This design comes from an exercise in tuning for small area, a short achievable clock period and few clock cycles per item on the open sky130 flow, not from production work.
No functional check of the RTL was part of this run.

==> design.v <==
module cle_current_loop (
    input  wire        clk,
    input  wire        rst,
    input  wire        start,
    output wire        ready,
    output reg         done,
    input  wire        init,          
    input  wire [1:0]  phase_pair,    
    input  wire        svm_mode,      
    input  wire [31:0] i_x,           
    input  wire [31:0] i_y,           
    input  wire [31:0] cos_t,         
    input  wire [31:0] sin_t,         
    input  wire [31:0] id_ref,        
    input  wire [31:0] iq_ref,        
    input  wire [31:0] kp_d,          
    input  wire [31:0] ki_d,
    input  wire [31:0] kp_q,
    input  wire [31:0] ki_q,
    input  wire [31:0] k_dc,          
    input  wire [31:0] v_lim,         
    input  wire [23:0] period,        
    input  wire [12:0] dt,            
    output reg  [31:0] id_meas,
    output reg  [31:0] iq_meas,
    output reg  [31:0] m_d,
    output reg  [31:0] m_q,
    output reg  [26:0] rise_a,
    output reg  [26:0] fall_a,
    output reg  [26:0] rise_b,
    output reg  [26:0] fall_b,
    output reg  [26:0] rise_c,
    output reg  [26:0] fall_c,
    output reg  [26:0] orise_a,
    output reg  [26:0] ofall_a,
    output reg  [26:0] orise_b,
    output reg  [26:0] ofall_b,
    output reg  [26:0] orise_c,
    output reg  [26:0] ofall_c,
    output reg  [5:0]  sat,           
    output reg  [1:0]  vlim_d,        
    output reg  [1:0]  vlim_q
);
    localparam signed [35:0] INV_SQRT3 = 36'sd1239850262;   
    localparam signed [35:0] SQRT3_2   = 36'sd1859775393;   
    localparam signed [71:0] MAX31     = 72'sd2147483647;
    localparam signed [71:0] MIN31     = -72'sd2147483648;
    localparam [26:0]        NEVER     = 27'h7FF_FFF8;
    localparam [5:0]
        S_IDLE   = 6'd0,
        S_PHASE  = 6'd1,
        S_BETA   = 6'd2,
        S_ID1    = 6'd3,
        S_ID2    = 6'd4,
        S_IQ1    = 6'd5,
        S_IQ2    = 6'd6,
        S_PD     = 6'd7,
        S_ID     = 6'd8,
        S_PQ     = 6'd9,
        S_IQ     = 6'd10,
        S_MD     = 6'd11,
        S_MQ     = 6'd12,
        S_VV     = 6'd13,
        S_MM     = 6'd14,
        S_SQRT   = 6'd15,
        S_LIMQ   = 6'd16,
        S_AL1    = 6'd17,
        S_AL2    = 6'd18,
        S_BE1    = 6'd19,
        S_BE2    = 6'd20,
        S_T      = 6'd21,
        S_ZERO   = 6'd22,
        S_DA     = 6'd23,
        S_DB     = 6'd24,
        S_DC     = 6'd25,
        S_DCLAMP = 6'd26,
        S_RA     = 6'd27,
        S_FA     = 6'd28,
        S_RB     = 6'd29,
        S_FB     = 6'd30,
        S_RC     = 6'd31,
        S_FC     = 6'd32,
        S_OUT    = 6'd33;
    reg [5:0] state;
    assign ready = (state == S_IDLE);
    reg [1:0]         r_pair;
    reg               r_svm;
    reg signed [31:0] r_x, r_y, r_cos, r_sin, r_idref, r_iqref;
    reg signed [31:0] r_kpd, r_kid, r_kpq, r_kiq, r_kdc, r_vlim;
    reg [23:0]        r_period;
    reg [12:0]        r_dt;
    reg signed [47:0] acc_d, acc_q;        
    reg [1:0]         limp_d, limp_q;      
    reg               init_hold;           
    reg signed [31:0] ia, ib;
    reg signed [31:0] ialpha, ibeta;
    reg signed [31:0] idm, iqm;
    reg signed [39:0] p_term;              
    reg signed [31:0] vd, vq;
    reg signed [31:0] md, mq;
    reg signed [31:0] malpha, mbeta;
    reg signed [31:0] tb;                  
    reg signed [34:0] ua, ub, uc;          
    reg signed [33:0] da, db, dc;          
    reg [26:0]        ra, fa, rb, fb, rc, fc;
    reg [5:0]         flags;
    reg [1:0]         cut_d, cut_q;
    reg [61:0]        sq_rad;
    reg [63:0]        sq_rem;
    reg [30:0]        sq_root;
    reg [4:0]         sq_cnt;
    function signed [31:0] sat32;
        input signed [71:0] v;
        begin
            if (v > MAX31)      sat32 = 32'sh7FFF_FFFF;
            else if (v < MIN31) sat32 = 32'sh8000_0000;
            else                sat32 = v[31:0];
        end
    endfunction
    function is_sat32;
        input signed [71:0] v;
        begin
            is_sat32 = (v > MAX31) || (v < MIN31);
        end
    endfunction
    function signed [71:0] rnd;
        input signed [71:0] v;
        input integer       sh;
        reg   signed [71:0] h;
        begin
            h   = 72'sd1 <<< (sh - 1);
            rnd = (v + h) >>> sh;
        end
    endfunction
    reg signed [35:0] mul_a, mul_b;
    reg               acc_keep;       
    reg               acc_sub;        
    reg signed [71:0] macc;
    wire signed [71:0] prod    = mul_a * mul_b;
    wire signed [71:0] macc_in = acc_keep ? macc : 72'sd0;
    wire signed [71:0] macc_nx = acc_sub ? (macc_in - prod) : (macc_in + prod);
    wire signed [32:0] ed_w = {r_idref[31], r_idref} - {idm[31], idm};
    wire signed [32:0] eq_w = {r_iqref[31], r_iqref} - {iqm[31], iqm};
    wire signed [31:0] e_d  = sat32({{39{ed_w[32]}}, ed_w});
    wire signed [31:0] e_q  = sat32({{39{eq_w[32]}}, eq_w});
    wire signed [35:0] p_steps = {9'd0, r_period, 3'd0};
    always @(*) begin
        mul_a    = 36'sd0;
        mul_b    = 36'sd0;
        acc_keep = 1'b0;
        acc_sub  = 1'b0;
        case (state)
            S_BETA: begin
                mul_a = {{4{ia[31]}}, ia} + ({{4{ib[31]}}, ib} <<< 1);
                mul_b = INV_SQRT3;
            end
            S_ID1: begin mul_a = ialpha; mul_b = r_cos; end
            S_ID2: begin mul_a = ibeta;  mul_b = r_sin; acc_keep = 1'b1; end
            S_IQ1: begin mul_a = ialpha; mul_b = r_sin; acc_sub = 1'b1; end
            S_IQ2: begin mul_a = ibeta;  mul_b = r_cos; acc_keep = 1'b1; end
            S_PD:  begin mul_a = r_kpd;  mul_b = e_d; end
            S_ID:  begin mul_a = r_kid;  mul_b = e_d; end
            S_PQ:  begin mul_a = r_kpq;  mul_b = e_q; end
            S_IQ:  begin mul_a = r_kiq;  mul_b = e_q; end
            S_MD:  begin mul_a = r_kdc;  mul_b = vd; end
            S_MQ:  begin mul_a = r_kdc;  mul_b = vq; end
            S_VV:  begin mul_a = r_vlim; mul_b = r_vlim; end
            S_MM:  begin mul_a = md;     mul_b = md; acc_keep = 1'b1; acc_sub = 1'b1; end
            S_AL1: begin mul_a = md;     mul_b = r_cos; end
            S_AL2: begin mul_a = mq;     mul_b = r_sin; acc_keep = 1'b1; acc_sub = 1'b1; end
            S_BE1: begin mul_a = md;     mul_b = r_sin; end
            S_BE2: begin mul_a = mq;     mul_b = r_cos; acc_keep = 1'b1; end
            S_T:   begin mul_a = mbeta;  mul_b = SQRT3_2; end
            S_DA:  begin mul_a = ua;     mul_b = INV_SQRT3; end
            S_DB:  begin mul_a = ub;     mul_b = INV_SQRT3; end
            S_DC:  begin mul_a = uc;     mul_b = INV_SQRT3; end
            S_RA:  begin mul_a = p_steps; mul_b = (36'sd1 <<< 31) - da; end
            S_FA:  begin mul_a = p_steps; mul_b = (36'sd1 <<< 31) + da; end
            S_RB:  begin mul_a = p_steps; mul_b = (36'sd1 <<< 31) - db; end
            S_FB:  begin mul_a = p_steps; mul_b = (36'sd1 <<< 31) + db; end
            S_RC:  begin mul_a = p_steps; mul_b = (36'sd1 <<< 31) - dc; end
            S_FC:  begin mul_a = p_steps; mul_b = (36'sd1 <<< 31) + dc; end
            default: ;
        endcase
    end
    wire signed [33:0] neg_sum = -({{2{r_x[31]}}, r_x} + {{2{r_y[31]}}, r_y});
    wire signed [71:0] ki_term = rnd(prod, 24);
    wire signed [47:0] acc_d_i = init_hold ? 48'sd0 : acc_d;
    wire signed [47:0] acc_q_i = init_hold ? 48'sd0 : acc_q;
    wire [1:0]         limp_d_i = init_hold ? 2'b00 : limp_d;
    wire [1:0]         limp_q_i = init_hold ? 2'b00 : limp_q;
    wire               hold_d  = (limp_d_i[0] && e_d > 0) || (limp_d_i[1] && e_d < 0);
    wire               hold_q  = (limp_q_i[0] && e_q > 0) || (limp_q_i[1] && e_q < 0);
    wire signed [71:0] accd_up = hold_d ? {{24{acc_d_i[47]}}, acc_d_i}
                                        : {{24{acc_d_i[47]}}, acc_d_i} + ki_term;
    wire signed [71:0] accq_up = hold_q ? {{24{acc_q_i[47]}}, acc_q_i}
                                        : {{24{acc_q_i[47]}}, acc_q_i} + ki_term;
    wire signed [71:0] m_rnd  = rnd(prod, 24);
    wire signed [31:0] m_sat  = sat32(m_rnd);
    wire signed [31:0] neg_vlim = -r_vlim;
    wire signed [33:0] pa     = malpha;
    wire signed [33:0] t_w    = tb;
    wire signed [33:0] half_a = pa >>> 1;
    wire signed [33:0] pb     = t_w - half_a;
    wire signed [33:0] pc     = -half_a - t_w;
    wire signed [33:0] pmax   = (pa >= pb) ? ((pa >= pc) ? pa : pc) : ((pb >= pc) ? pb : pc);
    wire signed [33:0] pmin   = (pa <= pb) ? ((pa <= pc) ? pa : pc) : ((pb <= pc) ? pb : pc);
    wire signed [33:0] amax   = (pmax < 0) ? -pmax : pmax;
    wire signed [33:0] amin   = (pmin < 0) ? -pmin : pmin;
    wire signed [34:0] sum_mm = {pmax[33], pmax} + {pmin[33], pmin};
    wire signed [34:0] k_s32  = SQRT3_2[34:0];
    wire signed [34:0] pmax_w = {pmax[33], pmax};
    wire signed [34:0] pmin_w = {pmin[33], pmin};
    wire signed [34:0] m0_sym = -(sum_mm >>> 1);
    wire signed [34:0] m0     = (r_svm == 1'b0) ? m0_sym
                              : (amax >= amin)  ? (k_s32 - pmax_w)
                                                : (-k_s32 - pmin_w);
    wire signed [71:0] d_raw  = rnd(prod, 31) + (72'sd1 <<< 30);
    wire [26:0] edge_v = rnd(prod, 32);
    wire [63:0] sq_rem_sh = {sq_rem[61:0], sq_rad[61:60]};
    wire [63:0] sq_trial  = {31'd0, sq_root, 2'b01};
    wire        sq_take   = sq_rem_sh >= sq_trial;
    wire [15:0] dead = {r_dt, 3'd0};
    wire [27:0] p_m1 = {1'b0, r_period, 3'd0} - 28'd1;
    function [26:0] odd_rise;
        input [26:0] er, ef;
        reg   [27:0] s;
        begin
            s = {1'b0, ef} + {12'd0, dead};
            if (er == NEVER)      odd_rise = 27'd0;      
            else if (ef == NEVER) odd_rise = NEVER;
            else                  odd_rise = (s > p_m1) ? p_m1[26:0] : s[26:0];
        end
    endfunction
    function [26:0] odd_fall;
        input [26:0] er, ef;
        reg signed [28:0] s;
        begin
            s = $signed({2'b0, er}) - $signed({13'd0, dead});
            if (er == NEVER)      odd_fall = NEVER;
            else if (ef == NEVER) odd_fall = 27'd0;
            else if (s < 0)       odd_fall = 27'd0;
            else                  odd_fall = ({1'b0, s[27:0]} > {1'b0, p_m1}) ? p_m1[26:0] : s[26:0];
        end
    endfunction
    always @(posedge clk) begin
        if (rst) begin
            state   <= S_IDLE;
            done    <= 1'b0;
            acc_d   <= 48'sd0;
            acc_q   <= 48'sd0;
            limp_d  <= 2'b00;
            limp_q  <= 2'b00;
            init_hold <= 1'b0;
        end else begin
            done <= 1'b0;
            macc <= macc_nx;
            case (state)
                S_IDLE: if (start) begin
                    r_pair   <= phase_pair;
                    r_svm    <= svm_mode;
                    r_x      <= i_x;
                    r_y      <= i_y;
                    r_cos    <= cos_t;
                    r_sin    <= sin_t;
                    r_idref  <= id_ref;
                    r_iqref  <= iq_ref;
                    r_kpd    <= kp_d;
                    r_kid    <= ki_d;
                    r_kpq    <= kp_q;
                    r_kiq    <= ki_q;
                    r_kdc    <= k_dc;
                    r_vlim   <= v_lim;
                    r_period <= period;
                    r_dt     <= dt;
                    init_hold <= init;
                    flags    <= 6'd0;
                    state    <= S_PHASE;
                end
                S_PHASE: begin
                    case (r_pair)
                        2'd0: begin ia <= r_x; ib <= r_y; end
                        2'd1: begin ia <= sat32({{38{neg_sum[33]}}, neg_sum}); ib <= r_x; end
                        default: begin ia <= r_y; ib <= sat32({{38{neg_sum[33]}}, neg_sum}); end
                    endcase
                    if (r_pair != 2'd0 && is_sat32({{38{neg_sum[33]}}, neg_sum}))
                        flags[0] <= 1'b1;
                    state <= S_BETA;
                end
                S_BETA: begin
                    ialpha <= ia;
                    state  <= S_ID1;
                end
                S_ID1: begin
                    ibeta <= sat32(rnd(macc, 31));
                    if (is_sat32(rnd(macc, 31))) flags[0] <= 1'b1;
                    state <= S_ID2;
                end
                S_ID2: state <= S_IQ1;
                S_IQ1: begin
                    idm <= sat32(rnd(macc, 31));
                    if (is_sat32(rnd(macc, 31))) flags[0] <= 1'b1;
                    state <= S_IQ2;
                end
                S_IQ2: state <= S_PD;
                S_PD: begin
                    iqm <= sat32(rnd(macc, 31));
                    if (is_sat32(rnd(macc, 31))) flags[0] <= 1'b1;
                    p_term <= rnd(prod, 24);
                    state  <= S_ID;
                end
                S_ID: begin
                    if (accd_up > MAX31) begin
                        acc_d <= 48'sh0000_7FFF_FFFF;
                        flags[1] <= 1'b1;
                    end else if (accd_up < MIN31) begin
                        acc_d <= -48'sh0000_8000_0000;
                        flags[1] <= 1'b1;
                    end else begin
                        acc_d <= accd_up[47:0];
                    end
                    state <= S_PQ;
                end
                S_PQ: begin
                    vd <= sat32({{32{p_term[39]}}, p_term} + {{24{acc_d[47]}}, acc_d});
                    if (is_sat32({{32{p_term[39]}}, p_term} + {{24{acc_d[47]}}, acc_d}))
                        flags[1] <= 1'b1;
                    p_term <= rnd(prod, 24);
                    state  <= S_IQ;
                end
                S_IQ: begin
                    if (accq_up > MAX31) begin
                        acc_q <= 48'sh0000_7FFF_FFFF;
                        flags[2] <= 1'b1;
                    end else if (accq_up < MIN31) begin
                        acc_q <= -48'sh0000_8000_0000;
                        flags[2] <= 1'b1;
                    end else begin
                        acc_q <= accq_up[47:0];
                    end
                    state <= S_MD;
                end
                S_MD: begin
                    vq <= sat32({{32{p_term[39]}}, p_term} + {{24{acc_q[47]}}, acc_q});
                    if (is_sat32({{32{p_term[39]}}, p_term} + {{24{acc_q[47]}}, acc_q}))
                        flags[2] <= 1'b1;
                    if (is_sat32(m_rnd)) flags[3] <= 1'b1;
                    if (m_sat > r_vlim) begin
                        md <= r_vlim;    cut_d <= 2'b01;
                    end else if (m_sat < neg_vlim) begin
                        md <= neg_vlim;  cut_d <= 2'b10;
                    end else begin
                        md <= m_sat;     cut_d <= 2'b00;
                    end
                    state <= S_MQ;
                end
                S_MQ: begin
                    if (is_sat32(m_rnd)) flags[3] <= 1'b1;
                    mq    <= m_sat;
                    state <= S_VV;
                end
                S_VV: state <= S_MM;
                S_MM: begin
                    sq_rad  <= macc_nx[61:0];
                    sq_rem  <= 64'd0;
                    sq_root <= 31'd0;
                    sq_cnt  <= 5'd0;
                    state   <= S_SQRT;
                end
                S_SQRT: begin
                    sq_rad  <= {sq_rad[59:0], 2'b00};
                    sq_rem  <= sq_take ? (sq_rem_sh - sq_trial) : sq_rem_sh;
                    sq_root <= {sq_root[29:0], sq_take};
                    sq_cnt  <= sq_cnt + 5'd1;
                    if (sq_cnt == 5'd30) state <= S_LIMQ;
                end
                S_LIMQ: begin
                    if (mq > $signed({1'b0, sq_root})) begin
                        mq <= $signed({1'b0, sq_root});    cut_q <= 2'b01;
                    end else if (mq < -$signed({1'b0, sq_root})) begin
                        mq <= -$signed({1'b0, sq_root});   cut_q <= 2'b10;
                    end else begin
                        cut_q <= 2'b00;
                    end
                    state <= S_AL1;
                end
                S_AL1: state <= S_AL2;
                S_AL2: begin
                    malpha <= sat32(rnd(macc_nx, 31));
                    if (is_sat32(rnd(macc_nx, 31))) flags[4] <= 1'b1;
                    state <= S_BE1;
                end
                S_BE1: state <= S_BE2;
                S_BE2: begin
                    mbeta <= sat32(rnd(macc_nx, 31));
                    if (is_sat32(rnd(macc_nx, 31))) flags[4] <= 1'b1;
                    state <= S_T;
                end
                S_T: begin
                    tb    <= rnd(macc_nx, 31);
                    state <= S_ZERO;
                end
                S_ZERO: begin
                    ua    <= {pa[33], pa} + m0;
                    ub    <= {pb[33], pb} + m0;
                    uc    <= {pc[33], pc} + m0;
                    state <= S_DA;
                end
                S_DA: begin da <= d_raw[33:0]; state <= S_DB; end
                S_DB: begin db <= d_raw[33:0]; state <= S_DC; end
                S_DC: begin dc <= d_raw[33:0]; state <= S_DCLAMP; end
                S_DCLAMP: begin
                    if (da < 0) begin da <= 34'sd0; flags[5] <= 1'b1; end
                    else if (da > (34'sd1 <<< 31)) begin da <= 34'sd1 <<< 31; flags[5] <= 1'b1; end
                    if (db < 0) begin db <= 34'sd0; flags[5] <= 1'b1; end
                    else if (db > (34'sd1 <<< 31)) begin db <= 34'sd1 <<< 31; flags[5] <= 1'b1; end
                    if (dc < 0) begin dc <= 34'sd0; flags[5] <= 1'b1; end
                    else if (dc > (34'sd1 <<< 31)) begin dc <= 34'sd1 <<< 31; flags[5] <= 1'b1; end
                    state <= S_RA;
                end
                S_RA: begin ra <= (da == 0) ? NEVER : edge_v;         state <= S_FA; end
                S_FA: begin fa <= (da == (34'sd1 <<< 31)) ? NEVER : edge_v; state <= S_RB; end
                S_RB: begin rb <= (db == 0) ? NEVER : edge_v;         state <= S_FB; end
                S_FB: begin fb <= (db == (34'sd1 <<< 31)) ? NEVER : edge_v; state <= S_RC; end
                S_RC: begin rc <= (dc == 0) ? NEVER : edge_v;         state <= S_FC; end
                S_FC: begin fc <= (dc == (34'sd1 <<< 31)) ? NEVER : edge_v; state <= S_OUT; end
                S_OUT: begin
                    id_meas <= idm;
                    iq_meas <= iqm;
                    m_d     <= md;
                    m_q     <= mq;
                    rise_a  <= ra;  fall_a <= fa;
                    rise_b  <= rb;  fall_b <= fb;
                    rise_c  <= rc;  fall_c <= fc;
                    orise_a <= odd_rise(ra, fa);  ofall_a <= odd_fall(ra, fa);
                    orise_b <= odd_rise(rb, fb);  ofall_b <= odd_fall(rb, fb);
                    orise_c <= odd_rise(rc, fc);  ofall_c <= odd_fall(rc, fc);
                    sat     <= flags;
                    vlim_d  <= cut_d;
                    vlim_q  <= cut_q;
                    limp_d  <= cut_d;
                    limp_q  <= cut_q;
                    init_hold <= 1'b0;
                    done    <= 1'b1;
                    state   <= S_IDLE;
                end
                default: state <= S_IDLE;
            endcase
        end
    end
endmodule
==> run.sh <==
#!/bin/bash
# synth_recipe.tcl (not shown) runs the flow's synth.tcl, then flattens the netlist and writes it again
# the make line also repeats each setting of config.mk as NAME=value (left out here)
make -C /OpenROAD-flow-scripts/flow DESIGN_CONFIG=/design/flow/config.mk WORK_HOME=/design/flow/orfs CLKGATE_MAP_FILE= SYNTH_SCRIPT=/design/flow/synth_recipe.tcl finish
==> config.mk <==
export PLATFORM = sky130hd
export DESIGN_NAME = cle_current_loop
export DESIGN_NICKNAME = cle_current_loop
export VERILOG_FILES = /design/flow/design.v
export SDC_FILE = /design/flow/constraint.sdc
export NUM_CORES = 4
export LEC_CHECK = 0
export CAP_MARGIN = 20
export CORE_MARGIN = 2
export CORE_UTILIZATION = 30
export PLACE_DENSITY = 0.45
export SLEW_MARGIN = 20
==> constraint.sdc <==
create_clock -name core_clock -period 25.0 [get_ports {clk}]
set_input_delay 5.0000 -clock core_clock [delete_from_list [all_inputs] [get_ports {clk}]]
set_output_delay 5.0000 -clock core_clock [all_outputs]
set_load 0.01 [all_outputs]
==> results.txt <==
-- cell usage in the layout, fill, tap and decap left out, types with 260 or more instances in the layout --
cell type        Yosys  routed
nand2_1           1928    1922
nor3_1             338     325
buf_4                6     516
clkdlybuf4s50_1      0     890
nor2_1            1511    1471
xor2_1             386     379
ha_1              1388    1388
nand3_1            331     328
edfxtp_1          1953    1953
o21ai_0            701     680
a21o_1             410     410
xnor2_1            937     903
fa_1              1376    1376
nor2b_1            308     305
nand4_1            260     260
a21oi_1           1179    1168
clkbuf_16            0     282
inv_1             2168    2167
-- final cells by class --
| type | count | share of cell area [%] |
|---|---|---|
| repair buffers | 1417 | 6.00 |
| flip-flops and latches | 2061 | 28.0 |
| well taps | 8293 | 4.79 |
| multi-input cells | 14300 | 53.3 |
| clock buffers | 326 | 3.36 |
| diodes | 46 | 0.0531 |
| inverters | 2177 | 3.77 |
| clock inverters | 162 | 0.703 |
-- final timing paths --
| kind | start | end | cells after the start |
|---|---|---|---|
| worst max-delay path | idm[1] | malpha[3] | 63 |
| worst min register to register | flags[5] | sat[5] | 0 |
| worst min-delay path | flags[5] | sat[5] | 0 |
| worst max register to register | idm[1] | malpha[3] | 63 |
-- layer usage --
metal | global-route usage [%] | vias to the layer above | wire length [um]
met5 | 0 | - | 265
met4 | 17.8 | 38 | 71200
met3 | 6.08 | 1745 | 78500
met2 | 46.4 | 7336 | 423000
met1 | 37.7 | 81100 | 383000
li1 | - | 69500 | -
-- per-stage QoR --
stage	worst slack, ps	utilization [%]	hold WS (ps)	area, um^2
floorplan	761	-	400	186000
global placement	2870	33.6	410	208000
detailed placement	3190	33.6	416	208000
CTS	2990	35.0	431	217000
global route	1610	35.0	449	217000
finish	2570	35.0	426	217000
-- logic make-up (layout without fill, tap and decap cells) --
logic type / count (synthesis) / count (layout) / synth area share [%]
buffers and inverters: 2955 / 4082 / 6.01
xor gates and xnor gates: 1325 / 1325 / 6.24
muxes: 279 / 279 / 1.52
DFF: 2061 / 2061 / 32.7
AOI/OAI and AO/OA: 4078 / 4078 / 14.5
and+or+nand+nor: 5873 / 5873 / 15.0
other: 0 / 46 / 0
adders and majority gates: 2764 / 2764 / 24.1
-- sequential cells by signal (all words and copies together) (netlist names), 34 cells and up --
signal / cells
sq_rem: 62
p_term: 40
sq_rad: 62
acc_q: 48
dc: 34
macc: 72
db: 34
uc: 35
ua: 35
acc_d: 48
ub: 35
da: 34
-- Yosys cell counts, types with 260 or more instances --
cell,count,share of area [%]
nand3_1,331,0.89
a21oi_1,1179,3.2
o21ai_0,701,1.9
inv_1,2168,4.4
xor2_1,386,1.8
fa_1,1376,15
nor3_1,338,0.91
ha_1,1388,9.3
xnor2_1,937,4.4
clkbuf_1,665,1.3
edfxtp_1,1953,32
nand4_1,260,0.87
nand2_1,1928,3.9
nor2b_1,308,1.0
a21o_1,410,1.7
nor2_1,1511,3.0
==> results.ini <==
[sta]
worst_pin_slew_ps=1390
slew_violations=0
timing.fmax_mhz=44.6
layout_min_cycle_time_ps=22430
finClkSkew_ps=139
fin_tns_setup_ps=0
slew_headroom_pct=7.09
grt_setup_unrepaired=no
setup_viol=0
timing.final.hold_violations=0
post-route-period-util_pct=89.7

[die]
die_area_um2=627000
start_util_pct=30.1
ios=892
core-area_um2=619000
rows=289
die_h_um=792
die_w_um=792

[cts]
post_cts_resized=0
clk-insertion-delay-late_ps=1040
cts_max_path_buffers=4
cts.sinks=2061
h-tree-depth=5
clockRootBuffer=clkbuf_16
ctsHoldBuffers=0
cts_tree=yes
cts.clk_slew.worst_paths_ps=60
cts_buffers=269
post_cts_buffers=0

[yosys]
synth_enable_flop_cells=1953
postSynth.asyncResetShare_pct=0
syn-mean-instance-area_um2=9.63
synth_cells=19300
synth-seq-area-share_pct=32.7
yosys_register_bits=2061
syn_area_um2=186000
synthDistinctLibCells=120
syn_nets=22500
ys_warn_count=1
synth_ff_type=edfxtp_1

[run]
drv_cap=0

[setup_path]
crit_family=simple AND/OR/NAND/NOR gates
critPathKind=reg -> reg
path_buf_inv=9
worstSetupStartpointType=flip-flop
worst_ep_arrival_time_ps=23020
cp.required_ps=25590
slowest_delay_ps=940
r2r_setup_slack_ps=2570
cp_slowest_cell=xor2_1
crit_path_max_fanout=25
cp-end-kind=flip-flop

[place]
place.gp.congestion=1.01
post-place-cells=28300
hpwl_um=781000
port_buffers=891

[global_route]
grt_max_degree=96
gr-total-overflow=0
grt_pass1_vias=156000
grt_usage_pct=29.6
grt_pass1_wl_um=1300000
antenna_found_initial=111

[finish]
nFillCells=63100
drive_gt1_share_pct=6.67
final_nets=23400
final_cells=28800
area_growth_syn_to_layout_pct=16.5
multi_input_area_um2=116000
regArea_um2=60800

[drt]
ant_nets=0
drt_pass1_iterations=6
routed_wl_um=956000
avgViaCountPerCell=5.55
drt_iter0_markers=17100
num_vias=160000
routedWlPerCell_um=33.2
drc=0

[run_status]
outcome=no timing/DRC/antenna violations

[min_path]
hold_path.class=reg -> reg

## static timing again, ports no longer ideal
The results above use ideal ports. As a check the final layout listed here was re-extracted and re-timed, cells and wires unchanged.
Step 1 (the two cells are an assumption about what drives the block):
set clk [get_ports {clk}]
set_driving_cell -lib_cell sky130_fd_sc_hd__clkbuf_16 $clk
set_driving_cell -lib_cell sky130_fd_sc_hd__buf_2 [delete_from_list [all_inputs] $clk]
Step 2, shift: input delay + t, output delay - t, t = (earliest + latest rising clock arrival at the registers) / 2. This alone moves slack from input paths to output paths.
Three values: no drivers, after step 1, after step 2; two values: the first two.
shift t [ns]: 1.119
setup slack, ns: 2.569 / 2.569 / 2.569
clock arrival spread, ns: 0.140 / 0.140
After both steps this run still meets setup and hold. For this run, drivers alone change the setup slack by 0.000 ns; drivers and shift together by 0.000 ns.
